What follows belongs to an exercise in optimizing a design on an open flow for small area, a short achievable clock period and few clock cycles per item; a production flow would make more cautious choices.

== job 101 ==
Design kw_unwrap, start of the top module:
module kw_unwrap (
    input  wire         clk,
    input  wire         rst,
    input  wire         req_valid,
    output wire         req_ready,
    input  wire         req_kek,
    input  wire         req_long,
    input  wire [319:0] req_data,
    output wire         resp_valid,
    input  wire         resp_ready,
    output wire [255:0] resp_key,
    output wire         resp_ok
);
clock: 12.0 ns
lec_check: 0
cap_margin: 40
cell_pad_in_sites_detail_placement: 1
cell_pad_in_sites_global_placement: 2
core_margin: 2
core_utilization: 30
cts_cluster_diameter: 100
cts_cluster_size: 30
place_density: 0.5
slew_margin: 40
synth_hierarchical: 1
standard.sh (not shown) runs the stock make flow with config.mk's settings and CLKGATE_MAP_FILE= SYNTH_SCRIPT=/design/flow/synth_recipe.tcl, a recipe that flattens the netlist after the stock synthesis.
==> flow/flow/run.sh <==
#!/bin/bash
set -euo pipefail
MARGIN=${MARGIN:-8}
bash standard.sh SETUP_SLACK_MARGIN=$MARGIN finish > make_finish.log 2>&1
What job 102 does differently from job 101 at the input level:
Settings: CAP_MARGIN changed from 40 to 20; SLEW_MARGIN changed from 40 to 20; CTS_CLUSTER_SIZE changed from 30 to 22; CTS_CLUSTER_DIAMETER changed from 100 to 80.
==> flow/flow/run.sh <==
#!/bin/bash
set -euo pipefail
MARGIN=${MARGIN:-8}
bash standard.sh SETUP_SLACK_MARGIN=$MARGIN "BUFFER_PORTS_ARGS=-buffer_cell sky130_fd_sc_hd__buf_2" finish > make_finish.log 2>&1
==> run notes <==
Job 102 | stages: all done | timing, DRC, antenna: all pass
On global routing usage summed across all routing layers, job 101 and job 102 are basically level.
Between job 101 and job 102, the sequential share of layout area is lower for job 101.
Comparing the two runs side by side, job 102 comes out behind job 101 on maximum frequency.
Worst hold margin: job 102 > job 101
Endpoint of the most critical setup path = resp_key[6]: job 101; endpoint of the most critical setup path = kwin[149]: job 102
Number of buffers and inverters on the critical path in job 102 is 1 below job 101.
Measured against each other, job 101 and job 102 differ in final critical path time including I/O delays and setup, the lower figure coming from job 101.
Of the two values seen for master of the slowest instance on the critical path, edfxtp_1 was produced by job 101 and o21ai_0 by job 102.
Comparing job 101 and job 102, the higher final standard cell utilization of the core was measured on job 101.
Job 102 vs. job 101: via count went down about 0.37%; share of the clock period used by the worst path after layout grew by 0.60 points; final area has decreased.
## Diff of input files: job 103 against job 102
Settings: CTS_CLUSTER_SIZE no longer set, was 22; SLEW_MARGIN now 40, was 20; CAP_MARGIN now 40, was 20; CTS_CLUSTER_DIAMETER no longer set, was 80.
==> flow/flow/run.sh <==
#!/bin/bash
set -euo pipefail
MARGIN=${MARGIN:-8}
bash standard.sh SETUP_SLACK_MARGIN=$MARGIN finish > make_finish.log 2>&1
Results
Job 103 finished all stages; the layout is clean. Job 103 vs job 102, diode insertion count for antenna repair went down by 12. The multi-input gate area in the final layout of job 102 and that of job 103 are within noise of each other. Final area: job 102 and job 103 compared, higher one is job 103. Diff job 102 -> job 103: worst setup margin increased by 20 ps relative to the old numbers, data arrival time of the critical path decreased by 3180 ps relative to the old numbers.
[inputs] job 104 vs job 103
Settings: CTS_CLUSTER_DIAMETER: unset -> 80; CTS_CLUSTER_SIZE: unset -> 22.
==> flow/flow/run.sh <==
#!/bin/bash
set -euo pipefail
MARGIN=${MARGIN:-8}
bash standard.sh SETUP_SLACK_MARGIN=$MARGIN "BUFFER_PORTS_ARGS=-buffer_cell sky130_fd_sc_hd__buf_2" finish > make_finish.log 2>&1
[summary]
- Against job 103, number of clock buffer instances in the layout in job 104 fell by more than a quarter.
- Compared with job 103, in job 104 final cell area excluding filler cells went down by 3.3%.
- Between job 103 and job 104, area added between synthesis and finish is lower for job 104, job 103 comes in above that.
- Job 104 — post-DP HPWL 3.4 mm higher, job 103 as reference
- Job 103 has a lower count of fill cells added during filler insertion than job 104.
- Compared with job 103, job 104 has extra setup slack.
- Taking job 103 as the reference, in job 104 routed wire length went down, worst hold slack has increased.
No run of this note included a check of the RTL's function; only the layout flow was run.

## port drivers added, routing unchanged
How much do the figures lean on ideal ports? The routed layouts below were timed once more, with nothing changed but the port constraints. Step 1 sets driving cells, clkbuf_16 on the clock port and buf_2 on the other inputs (assumed; they add their load-dependent delay and slew). Step 2 times the ports against the registers' clock, not the clock port: input delays grow and output delays shrink by t, the midpoint of the rising clock arrivals with the driver on. a / b / c = no drivers / after step 1 / after step 2; a / b = the first two.
run	shift t [ns]	setup slack, ns	hold WS [ns]
job 101	0.996	7.950 / 7.841 / 7.156	0.463 / 0.463 / 0.463
job 102	1.012	7.878 / 7.828 / 7.127	0.480 / 0.480 / 0.480
job 103	1.069	7.897 / 7.786 / 7.033	0.448 / 0.448 / 0.448
job 104	1.022	7.972 / 7.858 / 7.150	0.472 / 0.472 / 0.472
After both steps setup and hold are still met in every run listed. The setup slack of job 103, which loses most, moves by -0.111 ns with the drivers and by -0.864 ns with both steps.
